This design comes from an exercise in tuning for small area and a short achievable clock period on the open sky130 flow, not from production work. Function was checked by simulation only, so behaviour that the tests miss may differ from the original.

== old ==
Design wbm, start of the top module:
module wbm (
    input  wire        clk,
    input  wire        rst,
    input  wire        cfg_we,
    input  wire [4:0]  cfg_addr,
    input  wire [31:0] cfg_wdata,
    input  wire        in_valid,
    input  wire [23:0] in_r,
    input  wire [23:0] in_g,
    input  wire [23:0] in_b,
    output wire        out_valid,
    output wire [23:0] out_r,
    output wire [23:0] out_g,
    output wire [23:0] out_b
);
Size: about 23000 cells after synthesis, about 190 I/O pins.
==> flow/config.mk <==
export PLATFORM = sky130hd
export DESIGN_NAME = wbm
export DESIGN_NICKNAME = wbm
export VERILOG_FILES = /design/flow/design.v
export SDC_FILE = /design/flow/constraint.sdc
export NUM_CORES = 8
export LEC_CHECK = 0
export CAP_MARGIN = 20
export CORE_MARGIN = 2
export CORE_UTILIZATION = 60
export PLACE_DENSITY = 0.7
export SLEW_MARGIN = 20
==> flow/constraint.sdc <==
create_clock -name core_clock -period 18.0 [get_ports {clk}]
set_input_delay 3.6000 -clock core_clock [delete_from_list [all_inputs] [get_ports {clk}]]
set_output_delay 3.6000 -clock core_clock [all_outputs]
set_load 0.01 [all_outputs]
standard.sh (not shown) runs the stock make flow with config.mk's settings and CLKGATE_MAP_FILE= SYNTH_SCRIPT=/design/flow/synth_recipe.tcl, a recipe that flattens the netlist after the stock synthesis.
==> flow/flow/run.sh <==
#!/bin/bash
# Layout flow: the standard synthesis, then an inverter-polarity clean-up of
# the gate netlist around the full adders (flow/polarity.py; registers are not
# touched; if the cleaned netlist does not elaborate against the cell library,
# the standard netlist is kept), then the standard ORFS flow from the
# synthesised netlist on, with timing repair aimed at a tighter setup margin
# than the 18 ns clock needs, plain port buffers and no dummy clock loads.
# Each step's full output goes to a log file in this folder.
set -euo pipefail
MARGIN=${MARGIN:-13.4}
R=orfs/results/sky130hd/wbm/base
LIB=$FLOW_HOME/platforms/sky130hd/lib/sky130_fd_sc_hd__tt_025C_1v80.lib
bash standard.sh synth > flow_synth.log 2>&1
cp $R/1_2_yosys.v $R/1_2_yosys_std.v
if python3 flow/polarity.py $R/1_2_yosys_std.v $R/1_2_yosys_pol.v > flow_polarity.log 2>&1 &&
   yosys -p "read_liberty -lib $LIB; read_verilog $R/1_2_yosys_pol.v; hierarchy -check -top $FLOW_TOP" \
       > flow_polarity_check.log 2>&1; then
    sleep 1
    cp $R/1_2_yosys_pol.v $R/1_2_yosys.v
    touch $R/1_2_yosys.v
else
    echo "polarity clean-up not used" >> flow_polarity.log
fi
bash standard.sh SETUP_SLACK_MARGIN=$MARGIN MAX_REPAIR_ANTENNAS_ITER_GRT=15 \
    MAX_REPAIR_ANTENNAS_ITER_DRT=15 \
    "BUFFER_PORTS_ARGS=-buffer_cell sky130_fd_sc_hd__buf_2" \
    "CTS_ARGS=-sink_clustering_enable -repair_clock_nets -dont_use_dummy_load -sink_clustering_size 30 -sink_clustering_max_diameter 100 -wire_unit 5 -buf_list sky130_fd_sc_hd__clkbuf_16" \
    finish > flow_finish.log 2>&1
Other scripts of this flow, unchanged in this note and not shown: flow/flow/polarity.py
Having completed the whole flow, old delivered a layout that passed the timing, design-rule and antenna checks.
Inputs modified between old and new:
diff --git a/flow/flow/run.sh b/flow/flow/run.sh
--- a/flow/flow/run.sh
+++ b/flow/flow/run.sh
@@ -8,5 +8,5 @@
 # Each step's full output goes to a log file in this folder.
 set -euo pipefail
-MARGIN=${MARGIN:-13.4}
+MARGIN=${MARGIN:-13.2}
 R=orfs/results/sky130hd/wbm/base
 LIB=$FLOW_HOME/platforms/sky130hd/lib/sky130_fd_sc_hd__tt_025C_1v80.lib
==> summary.txt <==
Looking at first element of the critical path, the g_row[1].u_a2.y[12]$_SDFF_PP0_ result is from new; the g_row[2].u_a2.y[5]$_SDFF_PP0_ one comes from old. From old to new the numbers moved as follows: final wirelength saw a decrease; HPWL after detailed placement barely changed. Maximum number of pins on one net before global-route repair: new vs old down about 10%. Compared with old, new improves first-pass GRT wire length. On new: transition time at the pin with the least slew margin is 0.055 ns higher than what old gave. Against old, new comes in 0.35 points higher on flip-flop and latch share of the layout cell area.

========
wbm, a different RTL version from the one above (not shown whole).
Size: about 22000 cells after synthesis, about 190 I/O pins.
==> flow/config.mk <==
export PLATFORM = sky130hd
export DESIGN_NAME = wbm
export DESIGN_NICKNAME = wbm
export VERILOG_FILES = /design/flow/design.v
export SDC_FILE = /design/flow/constraint.sdc
export NUM_CORES = 8
export LEC_CHECK = 0
export CAP_MARGIN = 10
export CORE_MARGIN = 2
export CORE_UTILIZATION = 70
export PLACE_DENSITY = 0.8
export SLEW_MARGIN = 10
==> flow/constraint.sdc <==
create_clock -name core_clock -period 18.0 [get_ports {clk}]
set_input_delay 3.6000 -clock core_clock [delete_from_list [all_inputs] [get_ports {clk}]]
set_output_delay 3.6000 -clock core_clock [all_outputs]
set_load 0.01 [all_outputs]
==> flow/flow/run.sh <==
#!/bin/bash
# Layout flow: the standard synthesis, then an inverter-polarity clean-up of
# the gate netlist around the full adders (flow/polarity.py; registers are not
# touched; if the cleaned netlist does not elaborate against the cell library,
# the standard netlist is kept), then the standard ORFS flow from the
# synthesised netlist on, with timing repair aimed at a tighter setup margin
# than the 18 ns clock needs, plain port buffers and no dummy clock loads.
# Each step's full output goes to a log file in this folder.
set -euo pipefail
MARGIN=${MARGIN:-13.27}
R=orfs/results/sky130hd/wbm/base
LIB=$FLOW_HOME/platforms/sky130hd/lib/sky130_fd_sc_hd__tt_025C_1v80.lib
bash standard.sh synth > flow_synth.log 2>&1
cp $R/1_2_yosys.v $R/1_2_yosys_std.v
if python3 flow/polarity.py $R/1_2_yosys_std.v $R/1_2_yosys_pol.v > flow_polarity.log 2>&1 &&
   yosys -p "read_liberty -lib $LIB; read_verilog $R/1_2_yosys_pol.v; hierarchy -check -top $FLOW_TOP" \
       > flow_polarity_check.log 2>&1; then
    sleep 1
    cp $R/1_2_yosys_pol.v $R/1_2_yosys.v
    touch $R/1_2_yosys.v
else
    echo "polarity clean-up not used" >> flow_polarity.log
fi
bash standard.sh SETUP_SLACK_MARGIN=$MARGIN MAX_REPAIR_ANTENNAS_ITER_GRT=15 \
    MAX_REPAIR_ANTENNAS_ITER_DRT=15 \
    "BUFFER_PORTS_ARGS=-buffer_cell sky130_fd_sc_hd__buf_2" \
    "CTS_ARGS=-sink_clustering_enable -repair_clock_nets -dont_use_dummy_load -sink_clustering_size 30 -sink_clustering_max_diameter 100 -wire_unit 5 -buf_list sky130_fd_sc_hd__clkbuf_16" \
    finish > flow_finish.log 2>&1
Other scripts of this flow, unchanged in this note and not shown: flow/flow/polarity.py
Then changed:
--- a/flow/flow/run.sh
+++ b/flow/flow/run.sh
@@ -9,3 +9,3 @@
 set -euo pipefail
-MARGIN=${MARGIN:-13.27}
+MARGIN=${MARGIN:-13.2}
 R=orfs/results/sky130hd/wbm/base
Settings changed: CAP_MARGIN 10 to 20, CORE_UTILIZATION 70 to 60, PLACE_DENSITY 0.8 to 0.7, SLEW_MARGIN 10 to 20.
After rerunning: The new run passed the timing, design-rule and antenna checks; non-clock buffer count falls by 41; routed wire length falls by about 0.7%; global-route usage falls by 5.4 points; count of clock-buffer cells in the layout falls by 5; cell count rises by about 2.7%.
Then changed:
--- a/flow/flow/run.sh
+++ b/flow/flow/run.sh
@@ -26,3 +26,3 @@
     "BUFFER_PORTS_ARGS=-buffer_cell sky130_fd_sc_hd__buf_2" \
-    "CTS_ARGS=-sink_clustering_enable -repair_clock_nets -dont_use_dummy_load -sink_clustering_size 30 -sink_clustering_max_diameter 100 -wire_unit 5 -buf_list sky130_fd_sc_hd__clkbuf_16" \
+    "CTS_ARGS=-sink_clustering_enable -repair_clock_nets -dont_use_dummy_load -sink_clustering_size 30 -sink_clustering_max_diameter 100 -wire_unit 5 -clustering_exponent 6 -buf_list sky130_fd_sc_hd__clkbuf_16" \
     finish > flow_finish.log 2>&1
Settings changed: CAP_MARGIN 20 to 10, CORE_UTILIZATION 60 to 70, PLACE_DENSITY 0.7 to 0.8, SLEW_MARGIN 20 to 10.
The changed run completed with no timing, DRC or antenna violations.
Clock skew climbs by 0.027 ns.
Count of clock-buffer cells in the layout climbs by 2.
Cell count drops by 3.0%.
Critical path depth stays the same.
Then changed:
--- a/flow/flow/run.sh
+++ b/flow/flow/run.sh
@@ -9,3 +9,3 @@
 set -euo pipefail
-MARGIN=${MARGIN:-13.2}
+MARGIN=${MARGIN:-13.05}
 R=orfs/results/sky130hd/wbm/base
@@ -26,3 +26,3 @@
     "BUFFER_PORTS_ARGS=-buffer_cell sky130_fd_sc_hd__buf_2" \
-    "CTS_ARGS=-sink_clustering_enable -repair_clock_nets -dont_use_dummy_load -sink_clustering_size 30 -sink_clustering_max_diameter 100 -wire_unit 5 -clustering_exponent 6 -buf_list sky130_fd_sc_hd__clkbuf_16" \
+    "CTS_ARGS=-sink_clustering_enable -repair_clock_nets -dont_use_dummy_load -sink_clustering_size 30 -sink_clustering_max_diameter 100 -wire_unit 5 -buf_list sky130_fd_sc_hd__clkbuf_16" \
     finish > flow_finish.log 2>&1
Settings changed: CAP_MARGIN 10 to 20, CORE_UTILIZATION 70 to 60, PLACE_DENSITY 0.8 to 0.7, SLEW_MARGIN 10 to 20.
=>
- The changed run finished clean
- global-route usage came out lower by 5.1 points
- cell area is about the same
- die area came out higher by 17%
- synthesized area is unchanged
- utilization came out lower by 11 points
- worst setup slack degrades by 0.0073 ns
- critical path depth stays the same

========
wbm again, from the RTL that the note above started with.
clock: 18.0 ns
lec_check: 0
cap_margin: 10
core_margin: 2
core_utilization: 70
place_density: 0.8
slew_margin: 10
==> flow/flow/run.sh <==
#!/bin/bash
# Layout flow: the standard synthesis, then an inverter-polarity clean-up of
# the gate netlist around the full adders (flow/polarity.py; registers are not
# touched; if the cleaned netlist does not elaborate against the cell library,
# the standard netlist is kept), then the standard ORFS flow from the
# synthesised netlist on, with timing repair aimed at a tighter setup margin
# than the 18 ns clock needs, plain port buffers and no dummy clock loads.
# Each step's full output goes to a log file in this folder.
set -euo pipefail
MARGIN=${MARGIN:-13.1}
R=orfs/results/sky130hd/wbm/base
LIB=$FLOW_HOME/platforms/sky130hd/lib/sky130_fd_sc_hd__tt_025C_1v80.lib
bash standard.sh synth > flow_synth.log 2>&1
cp $R/1_2_yosys.v $R/1_2_yosys_std.v
if python3 flow/polarity.py $R/1_2_yosys_std.v $R/1_2_yosys_pol.v > flow_polarity.log 2>&1 &&
   yosys -p "read_liberty -lib $LIB; read_verilog $R/1_2_yosys_pol.v; hierarchy -check -top $FLOW_TOP" \
       > flow_polarity_check.log 2>&1; then
    sleep 1
    cp $R/1_2_yosys_pol.v $R/1_2_yosys.v
    touch $R/1_2_yosys.v
else
    echo "polarity clean-up not used" >> flow_polarity.log
fi
bash standard.sh SETUP_SLACK_MARGIN=$MARGIN MAX_REPAIR_ANTENNAS_ITER_GRT=15 \
    MAX_REPAIR_ANTENNAS_ITER_DRT=15 \
    "BUFFER_PORTS_ARGS=-buffer_cell sky130_fd_sc_hd__buf_2" \
    "CTS_ARGS=-sink_clustering_enable -repair_clock_nets -dont_use_dummy_load -sink_clustering_size 30 -sink_clustering_max_diameter 100 -wire_unit 5 -buf_list sky130_fd_sc_hd__clkbuf_16" \
    finish > flow_finish.log 2>&1
Other scripts of this flow, unchanged in this note and not shown: flow/flow/polarity.py
Next try:
--- a/flow/flow/run.sh
+++ b/flow/flow/run.sh
@@ -10 +10 @@
-MARGIN=${MARGIN:-13.1}
+MARGIN=${MARGIN:-13.2}
Settings changed: GPL_TIMING_DRIVEN set to 0.
Via count went up by 4.5%. Global-route usage grows by 4.3 points. Routed wire length grows by 12%.

[what the ideal ports hide]
The results above use ideal ports. As a check the final layouts listed here were re-extracted and re-timed, cells and wires unchanged. Step 1 (the two cells are an assumption about what drives the block):
set clk [get_ports {clk}]
set_driving_cell -lib_cell sky130_fd_sc_hd__clkbuf_16 $clk
set_driving_cell -lib_cell sky130_fd_sc_hd__buf_2 [delete_from_list [all_inputs] $clk]
Step 2, shift: input delay + t, output delay - t, t = (earliest + latest rising clock arrival at the registers) / 2. This alone moves slack from input paths to output paths. a / b / c = ideal ports / drivers / drivers and shift; a / b = the first two.
run	t, ns	setup WS [ns]	worst setup path at the end	cell pins on the clock port's net
old	0.839	13.209 / 13.085 / 13.347	input to register	1
new	0.841	13.176 / 13.059 / 13.291	register to register	1
the first run of note 2	0.838	13.180 / 13.067 / 13.334	register to register	1
the second run of note 2	0.823	13.160 / 13.054 / 13.280	register to register	1
the third run of note 2	0.837	13.162 / 13.041 / 13.273	register to register	1
the fourth run of note 2	0.820	13.154 / 13.044 / 13.161	register to register	1
the first run of note 3	0.826	13.148 / 13.069 / 13.148	register to register	1
the second run of note 3	0.853	13.085 / 13.047 / 13.085	register to register	1
After both steps setup and hold are still met in every run listed.
